Background: an optimization exercise with open tools, aiming at small area, a short achievable clock period and few clock cycles per item. Do not read the settings as production practice. In this exercise RTL edits were held to simulation tests only and were not proved equivalent to the original.

`flow/config.mk`:
```
export PLATFORM = sky130hd
export DESIGN_NAME = limiter
export DESIGN_NICKNAME = limiter
export VERILOG_FILES = /design/flow/design.v
export SDC_FILE = /design/flow/constraint.sdc
export NUM_CORES = 4
export LEC_CHECK = 0
export CAP_MARGIN = 20
export CORE_MARGIN = 2
export CORE_UTILIZATION = 40
export SLEW_MARGIN = 20
```
`flow/constraint.sdc`:
```
create_clock -name core_clock -period 13.0 [get_ports {clk}]
set_input_delay 2.6000 -clock core_clock [delete_from_list [all_inputs] [get_ports {clk}]]
set_output_delay 2.6000 -clock core_clock [all_outputs]
set_load 0.01 [all_outputs]
```
`flow/design.v`:
```
module limiter (
    input  wire        clk,
    input  wire        rst,
    input  wire [5:0]  la,         
    input  wire        in_valid,
    output wire        in_ready,
    input  wire [31:0] x,          
    input  wire [30:0] thr,        
    input  wire [30:0] k,          
    output wire        out_valid,
    input  wire        out_ready,
    output wire [31:0] y,          
    output wire [28:0] gr          
);
    localparam [28:0] ONE = 29'h1000_0000;       
    localparam [27:0] CUTS = (28'd1 << 7) | (28'd1 << 14) | (28'd1 << 21);
    reg  [5:0]  la_r;
    reg  [29:0] mrec_r;          
    reg  [2:0]  lsh_r;           
    reg  [29:0] mrec;
    reg  [2:0]  lsh;
    always @(*) begin
        case (la)
        6'd0:  begin mrec = 30'd536870912;  lsh = 3'd0; end
        6'd1:  begin mrec = 30'd536870912;  lsh = 3'd1; end
        6'd2:  begin mrec = 30'd715827883;  lsh = 3'd2; end
        6'd3:  begin mrec = 30'd536870912;  lsh = 3'd2; end
        6'd4:  begin mrec = 30'd858993460;  lsh = 3'd3; end
        6'd5:  begin mrec = 30'd715827883;  lsh = 3'd3; end
        6'd6:  begin mrec = 30'd613566757;  lsh = 3'd3; end
        6'd7:  begin mrec = 30'd536870912;  lsh = 3'd3; end
        6'd8:  begin mrec = 30'd954437177;  lsh = 3'd4; end
        6'd9:  begin mrec = 30'd858993460;  lsh = 3'd4; end
        6'd10: begin mrec = 30'd780903145;  lsh = 3'd4; end
        6'd11: begin mrec = 30'd715827883;  lsh = 3'd4; end
        6'd12: begin mrec = 30'd660764200;  lsh = 3'd4; end
        6'd13: begin mrec = 30'd613566757;  lsh = 3'd4; end
        6'd14: begin mrec = 30'd572662307;  lsh = 3'd4; end
        6'd15: begin mrec = 30'd536870912;  lsh = 3'd4; end
        6'd16: begin mrec = 30'd1010580541; lsh = 3'd5; end
        6'd17: begin mrec = 30'd954437177;  lsh = 3'd5; end
        6'd18: begin mrec = 30'd904203642;  lsh = 3'd5; end
        6'd19: begin mrec = 30'd858993460;  lsh = 3'd5; end
        6'd20: begin mrec = 30'd818089009;  lsh = 3'd5; end
        6'd21: begin mrec = 30'd780903145;  lsh = 3'd5; end
        6'd22: begin mrec = 30'd746950835;  lsh = 3'd5; end
        6'd23: begin mrec = 30'd715827883;  lsh = 3'd5; end
        6'd24: begin mrec = 30'd687194768;  lsh = 3'd5; end
        6'd25: begin mrec = 30'd660764200;  lsh = 3'd5; end
        6'd26: begin mrec = 30'd636291452;  lsh = 3'd5; end
        6'd27: begin mrec = 30'd613566757;  lsh = 3'd5; end
        6'd28: begin mrec = 30'd592409283;  lsh = 3'd5; end
        6'd29: begin mrec = 30'd572662307;  lsh = 3'd5; end
        6'd30: begin mrec = 30'd554189329;  lsh = 3'd5; end
        6'd31: begin mrec = 30'd536870912;  lsh = 3'd5; end
        default: begin mrec = 30'd1041204193; lsh = 3'd6; end
        endcase
    end
    always @(posedge clk) begin
        la_r   <= la;
        mrec_r <= mrec;
        lsh_r  <= lsh;
    end
    wire pipe_adv;               
    wire loop_adv;               
    reg         i_v, i_sg;
    reg  [31:0] i_dn;
    reg  [30:0] i_thr, i_k;
    always @(posedge clk) begin
        if (rst)
            i_v <= 1'b0;
        else if (pipe_adv)
            i_v <= in_valid;
        if (pipe_adv) begin
            i_sg  <= x[31];
            i_dn  <= x[31] ? x : ~x;
            i_thr <= thr;
            i_k   <= k;
        end
    end
    wire        rv  [0:28];
    wire        rsg [0:28];
    wire [31:0] rdn [0:28];
    wire [30:0] rk  [0:28];
    wire        rbg [0:28];
    wire [30:0] rr  [0:28];
    wire [27:0] rq  [0:28];
    wire [31:0] big_d = {1'b0, i_thr} + i_dn + {31'd0, ~i_sg};
    genvar gi;
    generate
        for (gi = 0; gi < 28; gi = gi + 1) begin : row
            wire        v_i, sg_i, bg_i;
            wire [31:0] dn_i;
            wire [30:0] k_i, r_i;
            wire [27:0] q_i;
            if (gi == 0) begin : first
                assign v_i = i_v; assign sg_i = i_sg; assign dn_i = i_dn;
                assign k_i = i_k; assign bg_i = big_d[31]; assign r_i = i_thr;
                assign q_i = 28'd0;
            end else if (CUTS[gi]) begin : cut
                reg        v_q, sg_q, bg_q;
                reg [31:0] dn_q;
                reg [30:0] k_q, r_q;
                reg [27:0] q_q;
                always @(posedge clk) begin
                    if (rst)
                        v_q <= 1'b0;
                    else if (pipe_adv)
                        v_q <= rv[gi];
                    if (pipe_adv) begin
                        sg_q <= rsg[gi]; dn_q <= rdn[gi]; k_q <= rk[gi];
                        bg_q <= rbg[gi]; r_q <= rr[gi]; q_q <= rq[gi];
                    end
                end
                assign v_i = v_q; assign sg_i = sg_q; assign dn_i = dn_q;
                assign k_i = k_q; assign bg_i = bg_q; assign r_i = r_q;
                assign q_i = q_q;
            end else begin : pass
                assign v_i = rv[gi]; assign sg_i = rsg[gi]; assign dn_i = rdn[gi];
                assign k_i = rk[gi]; assign bg_i = rbg[gi]; assign r_i = rr[gi];
                assign q_i = rq[gi];
            end
            wire [31:0] t  = {r_i, 1'b0} + dn_i + {31'd0, ~sg_i};
            wire        qb = ~t[31];
            assign rv[gi+1]  = v_i;
            assign rsg[gi+1] = sg_i;
            assign rdn[gi+1] = dn_i;
            assign rk[gi+1]  = k_i;
            assign rbg[gi+1] = bg_i;
            assign rr[gi+1]  = qb ? t[30:0] : {r_i[29:0], 1'b0};
            assign rq[gi+1]  = q_i | ({27'd0, qb} << (27 - gi));
        end
    endgenerate
    reg         p_v, p_sg, p_bg;
    reg  [31:0] p_dn;
    reg  [30:0] p_k;
    reg  [31:0] p_kp;            
    reg  [28:0] p_gn;
    always @(posedge clk) begin
        if (rst)
            p_v <= 1'b0;
        else if (pipe_adv)
            p_v <= rv[28];
        if (pipe_adv) begin
            p_sg <= rsg[28];
            p_dn <= rdn[28];
            p_k  <= rk[28];
            p_kp <= 32'h8000_0000 - {1'b0, rk[28]};
            p_bg <= rbg[28];
            p_gn <= rbg[28] ? {1'b0, rq[28]} : ONE;
        end
    end
    reg  [28:0] g, s, t;
    reg  [5:0]  h;
    reg         qdone;
    reg  [29:0] qp;              
    reg         y_v;             
    reg  [31:0] leave_r;
    reg         o_v;
    reg  [31:0] o_y;
    reg  [28:0] o_g;
    wire        out_free = ~o_v | out_ready;
    wire        lt       = p_gn < g;
    wire        need_q   = lt & ~qdone;
    assign loop_adv = p_v & ~need_q & (~y_v | out_free);
    assign pipe_adv = ~p_v | loop_adv;
    assign in_ready = pipe_adv & ~rst;
    wire [28:0] dnum  = g - p_gn + {23'd0, la_r};
    wire [58:0] qprod = dnum * mrec_r;
    wire [29:0] qsh   = qp >> lsh_r;
    wire [28:0] qv    = qsh[28:0];
    wire [60:0] rel   = g * p_kp + {2'b00, p_k, 28'd0};
    wire [28:0] g_rel = rel[59:31];
    wire [28:0] s1 = (lt && qv > s) ? qv : s;
    wire [28:0] t1 = (lt && p_gn < t) ? p_gn : t;
    wire [29:0] gs = {1'b0, g} - {1'b0, s1};
    wire        hit = gs[29] || (gs[28:0] <= t1);
    wire [5:0]  h1 = p_bg ? la_r + 6'd1 : h;
    wire [31:0] x_cur = p_sg ? p_dn : ~p_dn;
    wire [4:0]  segsel = (la_r[5]) ? 5'b11111 : la_r[4:0];
    wire        seg_e  = la_r[5];
    reg  [31:0] l0 [0:0];
    reg  [31:0] l1 [0:1];
    reg  [31:0] l2 [0:3];
    reg  [31:0] l3 [0:7];
    reg  [31:0] l4 [0:15];
    reg  [31:0] l5 [0:0];
    wire [31:0] c0 = x_cur;
    wire [31:0] c1 = segsel[0] ? l0[0]  : c0;
    wire [31:0] c2 = segsel[1] ? l1[1]  : c1;
    wire [31:0] c3 = segsel[2] ? l2[3]  : c2;
    wire [31:0] c4 = segsel[3] ? l3[7]  : c3;
    wire [31:0] c5 = segsel[4] ? l4[15] : c4;
    wire [31:0] c6 = seg_e     ? l5[0]  : c5;
    reg  [5:0]  fill;            
    wire [31:0] leave = (fill >= la_r) ? c6 : 32'd0;
    integer i;
    always @(posedge clk) begin
        if (loop_adv) begin
            l0[0] <= c0;
            l1[0] <= c1;
            for (i = 1; i < 2; i = i + 1) l1[i] <= l1[i-1];
            l2[0] <= c2;
            for (i = 1; i < 4; i = i + 1) l2[i] <= l2[i-1];
            l3[0] <= c3;
            for (i = 1; i < 8; i = i + 1) l3[i] <= l3[i-1];
            l4[0] <= c4;
            for (i = 1; i < 16; i = i + 1) l4[i] <= l4[i-1];
            l5[0] <= c5;
            leave_r <= leave;
        end
        if (rst)
            fill <= 6'd0;
        else if (loop_adv && fill != 6'd32)
            fill <= fill + 6'd1;
    end
    always @(posedge clk) begin
        if (rst) begin
            g     <= ONE;
            s     <= 29'd0;
            t     <= ONE;
            h     <= 6'd0;
            qdone <= 1'b0;
            y_v   <= 1'b0;
        end else begin
            if (p_v && need_q) begin
                qp    <= qprod[58:29];
                qdone <= 1'b1;
            end
            if (loop_adv) begin
                qdone <= 1'b0;
                if (s1 != 29'd0) begin
                    h <= h1;
                    if (hit) begin
                        g <= t1;
                        s <= 29'd0;
                        t <= ONE;
                    end else begin
                        g <= gs[28:0];
                        s <= s1;
                        t <= t1;
                    end
                end else if (h1 != 6'd0) begin
                    h <= h1 - 6'd1;
                end else begin
                    h <= h1;
                    g <= g_rel;
                end
            end
            if (loop_adv)
                y_v <= 1'b1;
            else if (out_free)
                y_v <= 1'b0;
        end
    end
    wire signed [61:0] yprod = $signed(leave_r) * $signed({1'b0, g});
    always @(posedge clk) begin
        if (rst)
            o_v <= 1'b0;
        else if (y_v && out_free)
            o_v <= 1'b1;
        else if (out_ready)
            o_v <= 1'b0;
        if (y_v && out_free) begin
            o_y <= yprod[59:28];
            o_g <= g;
        end
    end
    assign out_valid = o_v;
    assign y         = o_y;
    assign gr        = o_g;
endmodule
```
`flow/run.sh`:
```
#!/bin/bash
# synth_recipe.tcl (not shown) runs the flow's synth.tcl, then flattens the netlist and writes it again
# the make line also repeats each setting of config.mk as NAME=value (left out here)
make -C /OpenROAD-flow-scripts/flow DESIGN_CONFIG=/design/flow/config.mk WORK_HOME=/design/flow/orfs CLKGATE_MAP_FILE= SYNTH_SCRIPT=/design/flow/synth_recipe.tcl finish
```
==> flow_summary.toml, run 1 <==
[placed_design]
portBuffers = 166
gp_congestion = 0.9552
place_area_um2 = 238800
dp.cells = 30160
hpwl_mm = 496.7

[yosys]
syn-num-nets = 25160
synthesis.area_um2 = 204300
synth_cells = 20710
synth_mux_area_share_pct = 2.850
synthAdderAreaFrac_pct = 36.14
synth_seq_cells = 1842
yosys_warnings = 7
synth_compound_area_share_pct = 10.13
synth-edff-count = 1697
synth_simple_gate_area_share_pct = 12.93
synth_top_family_by_area = "adder cells"
synth-xor-area-share_pct = 4.263
synth_cell_types = 101
synth_flop_cell = "edfxtp_1"
ys_async_sr_fraction_pct = 0
synth_seq_area_share_pct = 26.36
postSynthAreaPerCell_um2 = 9.868

[sta]
setup_viol = 111
relSlewSlack_pct = 16.06
worst_pin_slew_ns = 1.259
hold_viol = 0
period_minus_slack_ns = 25.04
skew_ns = 0.1379
max_freq_mhz = 39.93
drv_slew = 0
rsz0062_at_grt = "true"
timing.final.ws_setup_ns = -12.04
fin_crit_sh_pct = 192.6

[finish]
stdcell_count = 30790
fin_nets = 28320
layout_common_cells = "3509 x buf_4, 3073 x inv_1, 2928 x nand2_1, 2580 x fa_1, 1697 x edfxtp_1"
final_common_cell = "buf_4"
final_area_um2 = 252100
areaGrowthSynthToFinish_pct = 23.39
layout-drive-gt1-share_pct = 21.36

[floorplan]
die_w_um = 718.7
start_util_pct = 40.14
rows = 262
ios = 167
dieHeight_um = 718.7
dieArea_um2 = 516600
core-area_um2 = 509100

[routing]
avgViaCountPerCell = 5.224
drt_iter0_drc = 10500
drc = 0
wl_per_cell_um = 20.61
vias = 160800
wl_mm = 634.5
ant_nets = 0
firstDrtPassIters = 6

[clocking]
cts_tree = "yes"
cts_hold_buf = 0
root_buffer = "clkbuf_16"
clock-sinks = 1842
clkLatencyLatePin_ns = 0.97
cts-buffers-inserted = 203
cts_buffer_depth = 4
clkSlewWorstSetupHoldPaths_ns = 0.06
h-tree-depth = 4

[critical_path]
cp-start-kind = "flop"
cpMostUsedCell = "a21o_1"
cp.required_ns = 13.65
endpoint_kind = "flop"
cp_slowest_cell = "or4b_4"
critPathMaxFanout = 14
critical_path_class = "flop to flop"
cpPeakStageDelay_ns = 0.57
cp.arrival_ns = 25.69

[global_routing]
grt.overflow.total = 0
antenna_found_initial = 47
grt_max_degree = 172
grt_pass1_wl_mm = 970.2
grt_pass1_vias = 168000
grt_util_all_layers_pct = 24.20

[job]
drv_cap = 0

[outcome]
violations = "setup timing"
status = "failed layout checks"

[min_path]
hold_class = "flop to flop"
-- state kept, by name, indices dropped and copies added, names as in the netlist, 30 cells and up --
register / count
i_dn: 32
i_k: 31
i_thr: 31
l0: 32
l1: 64
l2: 128
l3: 256
l4: 512
l5: 32
leave_r: 32
o_y: 32
p_dn: 32
p_k: 30
p_kp: 32
qp: 30
row.genblk1.cut.dn_q: 96
row.genblk1.cut.k_q: 93
row.genblk1.cut.q_q: 42
row.genblk1.cut.r_q: 93
-- cell usage after synthesis, types with 23 or more instances --
cell	number	area, µm²
xnor2_1	660	5781
a211oi_1	94	705.7
dfxtp_1	145	2903
nand2b_1	156	975.9
mux2_4	23	345.3
o211ai_1	70	525.5
or2_2	44	275.3
a31oi_1	89	556.8
o31ai_1	74	555.5
nand4_1	83	519.3
or3_1	84	525.5
a22oi_1	46	345.3
o21ai_1	28	140.1
fa_1	2581	51670
nor3_1	227	1136
buf_1	53	198.9
nor2b_1	128	800.8
a21boi_0	36	270.3
ha_1	1772	22170
o22ai_1	38	237.7
xor2_1	327	2864
a21o_1	385	2890
clkbuf_1	774	2905
a211o_1	29	254.0
o21bai_1	103	773.2
o21a_1	202	1516
nor2_1	826	3100
nand2_1	2968	11140
o221ai_1	33	289.0
buf_2	37	185.2
o21ai_0	715	3578
a2bb2oi_1	56	490.5
a32oi_1	28	245.2
nand3b_1	27	202.7
nor4_1	39	244.0
edfxtp_1	1697	50960
mux2i_1	166	1662
a21oi_1	915	4579
nand3_1	222	1111
inv_1	3086	11580
mux2_1	24	270.3
and2_1	849	5311
mux2_2	283	3187
and3_1	95	594.3
-- layer usage --
metal | share of wire, % | vias to the layer above | GRT usage (%)
li1 | - | 74510 | -
met1 | 39 | 80130 | 29.28
met2 | 49 | 4785 | 42.13
met3 | 6.0 | 1427 | 3.533
met4 | 6.1 | 6 | 11.98
met5 | 0.0065 | - | 0
-- through the flow --
stage          setup WS, ns  TNS [ns]  utilization [%]  hold WS [ns]
4_1_cts              -12.08  -1197.20            48.65        0.2741
5_1_grt              -12.97  -1245.48            49.52        0.3038
2_1_floorplan        -10.49  -3207.25                -        0.4003
3_5_place_dp         -14.39  -1384.50            46.90        0.4045
3_3_place_gp         -14.31  -1366.80            46.90        0.4002
6_report             -12.04  -1143.81            49.52        0.2964
-- cell type report --
class,instances,area (µm²)
inverters,3101,11690
multi-input cells,14900,140900
diodes,32,80.08
repair buffers,3815,30340
fillers,46500,257000
clock buffers,257,5374
flip-flops and latches,1842,53920
clock inverters,116,1413
well taps,6732,8423
-- what timing repair did --
action / 4_1_cts / 5_1_grt
hold endpoints to repair: 0 / 0
resized for setup: 290 / 657
cloned: 3 / 14
pin swaps: 180 / 456
setup buffers: 90 / 129
endpoints found under the setup margin: 123 / 125
-- final timing paths --
kind	from	to	slack [ns]	cells after the start
worst max-delay path	row[7].genblk1.cut.r_q[3]	row[14].genblk1.cut.r_q[2]	-12.04	120
worst min-delay path	l4[6][14]	l4[7][14]	0.30	0
worst min register to register	l4[6][14]	l4[7][14]	0.30	0
worst max register to register	row[7].genblk1.cut.r_q[3]	row[14].genblk1.cut.r_q[2]	-12.04	120
-- worst max-delay path: cells and delay by family, from the launching register on --
kind / cells / cell delay [ns]
xor gates and xnor gates: 8 / 1.28
DFF: 1 / 0.42
AOI/OAI and AO/OA: 59 / 12.97
buffers and inverters: 20 / 2.93
adders and majority gates: 7 / 1.94
muxes: 3 / 0.92
and+or+nand+nor: 23 / 4.19
-- kinds of logic after synthesis --
kind of cell,count (synthesis)
AO/OA/AOI/OAI,3232
XOR/XNOR,991
adder cells (fa/ha/maj),4353
buffers and inverters,3968
flip-flops,1842
multiplexers,512
other,1
AND/OR/NAND/NOR,5807
Testbench counts, summed over its fixed seeds: cycles 12,438, items 12,000.
==> inputs of run 2 (changes only) <==
--- a/flow/design.v
+++ b/flow/design.v
@@ -14,5 +14,5 @@
 );
     localparam [28:0] ONE = 29'h1000_0000;       
-    localparam [27:0] CUTS = (28'd1 << 7) | (28'd1 << 14) | (28'd1 << 21);
+    localparam [27:0] CUTS = 28'b1001_0010_0100_1001_0010_0100_1000;
     reg  [5:0]  la_r;
     reg  [29:0] mrec_r;          
@@ -137,4 +137,5 @@
     reg  [31:0] p_kp;            
     reg  [28:0] p_gn;
+    reg  [28:0] p_lmg;           
     always @(posedge clk) begin
         if (rst)
@@ -149,4 +150,5 @@
             p_bg <= rbg[28];
             p_gn <= rbg[28] ? {1'b0, rq[28]} : ONE;
+            p_lmg <= {23'd0, la_r} - (rbg[28] ? {1'b0, rq[28]} : ONE);
         end
     end
@@ -166,5 +168,5 @@
     assign pipe_adv = ~p_v | loop_adv;
     assign in_ready = pipe_adv & ~rst;
-    wire [28:0] dnum  = g - p_gn + {23'd0, la_r};
+    wire [28:0] dnum  = g + p_lmg;
     wire [58:0] qprod = dnum * mrec_r;
     wire [29:0] qsh   = qp >> lsh_r;
==> flow_summary.toml, run 2 <==
[yosys]
synth_seq_area_share_pct = 32.96
synth_cell_types = 101
synth_flop_cell = "edfxtp_1"
syn-num-nets = 26260
synth_top_area_share_pct = 31.63
synthTopCellsByArea = "edfxtp_1 32%, fa_1 23%, ha_1 9.6%"
synthesis.area_um2 = 227400
yosysMostFrequentCell = "inv_1"
synth_cells = 21840
synth-edff-count = 2395
synth_seq_cells = 2546
yosys-top-cells-count = "3295 x inv_1, 2760 x nand2_1, 2577 x fa_1"
yosys_warnings = 7
yosys.area.top_type = "edfxtp_1"
postSynthAreaPerCell_um2 = 10.41
ys_async_sr_fraction_pct = 0

[floorplan]
dieArea_um2 = 574500
start_util_pct = 40.20
dieHeight_um = 757.9
rows = 276
ios = 167
die_w_um = 757.9
core-area_um2 = 565700

[routing]
avgViaCountPerCell = 5.291
vias = 156100
firstDrtPassIters = 6
drt_iter0_drc = 11100
drc = 0
wl_per_cell_um = 19.92
wl_mm = 588.0
ant_nets = 0

[sta]
fin_crit_sh_pct = 93.38
hold_ws_ns = 0.3682
hold_viol = 0
relSlewSlack_pct = 21.80
period_minus_slack_ns = 12.14
skew_ns = 0.1061
setup_viol = 0
max_freq_mhz = 82.37
drv_slew = 0
worst_pin_slew_ns = 1.167

[clocking]
postCtsSetupBuffers = 0
cts_tree = "yes"
root_buffer = "clkbuf_16"
clkLatencyLatePin_ns = 0.99
h-tree-depth = 5
cts-buffers-inserted = 292
ctsResizeCount = 0
cts_hold_buf = 0
cts_buffer_depth = 4
clock-sinks = 2546
clkSlewWorstSetupHoldPaths_ns = 0.06

[finish]
top_regs = "l4 (512), row.genblk1.cut.dn_q (288)"
final-seq-area_um2 = 75000
nFillCells = 53290
fin_nets = 26170
post-route-util_pct = 43.88
layout_common_cells = "3293 x inv_1, 2757 x nand2_1, 2577 x fa_1, 2395 x edfxtp_1, 1739 x ha_1"
largest_reg_flops = 512
layout-drive-gt1-share_pct = 5.425
largest_register = "l4"
final_common_cell = "inv_1"
multi_input_area_um2 = 137200
areaGrowthSynthToFinish_pct = 9.175

[global_routing]
grt_pass1_wl_mm = 927.6
grt_util_all_layers_pct = 20.44
grt.overflow.total = 0
grt_pass1_vias = 161400
grt_max_degree = 219
antenna_found_initial = 20

[critical_path]
cp.required_ns = 13.70
cp_slowest_cell = "a2111oi_1"
cp_num_buf_inv = 4
cp.arrival_ns = 12.84
critPathMaxFanout = 32
endpoint_kind = "flop"
cpMostUsedCell = "a21oi_1"
rrSetupSlack_ns = 0.86
cp-start-kind = "flop"
cp_top_family = "compound AO/OA/AOI/OAI gates"
critical_path_class = "flop to flop"
cpPeakStageDelay_ns = 0.62

[min_path]
hold_class = "flop to flop"

[placed_design]
gp_congestion = 0.9207
hpwl_mm = 443.9
portBuffers = 166

[outcome]
status = "no timing/DRC/antenna violations"

[job]
drv_cap = 0
==> run 2: cell types whose count changed after synthesis, sizes merged, moves of 78 or more <==
cell / change
edfxtp: +698
a21o: +125
a21oi: +166
inv: +204
nand2: -208
o21ai: +78
==> run 2: cell type report <==
class                      instances  share of cell area, %
timing repair buffer             489                  1.743
multi-input combinational      15120                  55.29
clock buffer                     350                  3.078
sequential                      2546                  30.21
clock inverter                   181                 0.8685
tap                             7506                  3.783
antenna                           17                0.01714
inverter                        3306                  5.006
==> run 2: logic make-up (layout without fill, tap and decap cells) <==
family / count (synthesis) / in the layout / share of synthesized area [%]
AND/OR/NAND/NOR: 5644 / 5644 / 11.41
adder cells (fa/ha/maj): 4316 / 4316 / 32.26
buffers and inverters: 4177 / 4326 / 6.911
AO/OA/AOI/OAI: 3639 / 3639 / 10.16
flip-flops: 2546 / 2546 / 32.96
XOR/XNOR: 1016 / 1016 / 3.935
multiplexers: 501 / 501 / 2.359
other: 1 / 18 / 0.001649
==> run 2: final timing paths <==
| path | from | to | cells past startpoint |
|---|---|---|---|
| worst max-delay path | row[24].genblk1.cut.dn_q[1] | row[27].genblk1.cut.r_q[3] | 44 |
| worst min-delay path | l2[1][31] | l2[2][31] | 0 |
| worst max register to register | row[24].genblk1.cut.dn_q[1] | row[27].genblk1.cut.r_q[3] | 44 |
| worst min register to register | l2[1][31] | l2[2][31] | 0 |
==> run 2: per-stage QoR <==
stage          worst slack (ns)  instance area (µm²)   TNS, ns  cells
5_1_grt                -0.04088               248200   -0.4142  29510
3_5_place_dp             0.4527               238300         0  28960
6_report                 0.8603               248200         0  29510
3_3_place_gp             0.4238               238300         0  28960
4_1_cts                  0.4016               248100         0  29490
2_1_floorplan            -4.993               227400  -5027.73  21840
==> run 2: layer usage <==
metal / global-route usage, % / routed length [µm] / vias up
li1: - / - / 72330
met1: 27.61 / 255600 / 78420
met2: 34.30 / 278100 / 4430
met4: 6.134 / 18940 / 6
met5: 0 / 38 / -
met3: 2.718 / 35250 / 963
Testbench counts of run 2, summed over its fixed seeds: cycles 12,486, items 12,000.

[re-timing with driven ports]
In the flow no input, the clock included, has a driving cell. The finished layouts below were timed again as built, in two steps.
Step 1, drivers: a clkbuf_16 drives clk and a buf_2 each remaining input, both assumed.
Step 2 adds t to the input delays and takes it off the output delays; t is the mean of the earliest and latest rising clock arrival at the registers after step 1. Input paths then give back, and output paths get back, about the clock's delay inside the block.
Three values: no drivers, after step 1, after step 2; two values: the first two.
run | t, ns | setup slack, ns | slew at the worst register clock pin (ns)
run 1 | 1.021 | -12.041 / -12.041 / -12.041 | 0.08 / 0.08
run 2 | 1.048 | 0.860 / 0.860 / 0.860 | 0.09 / 0.09
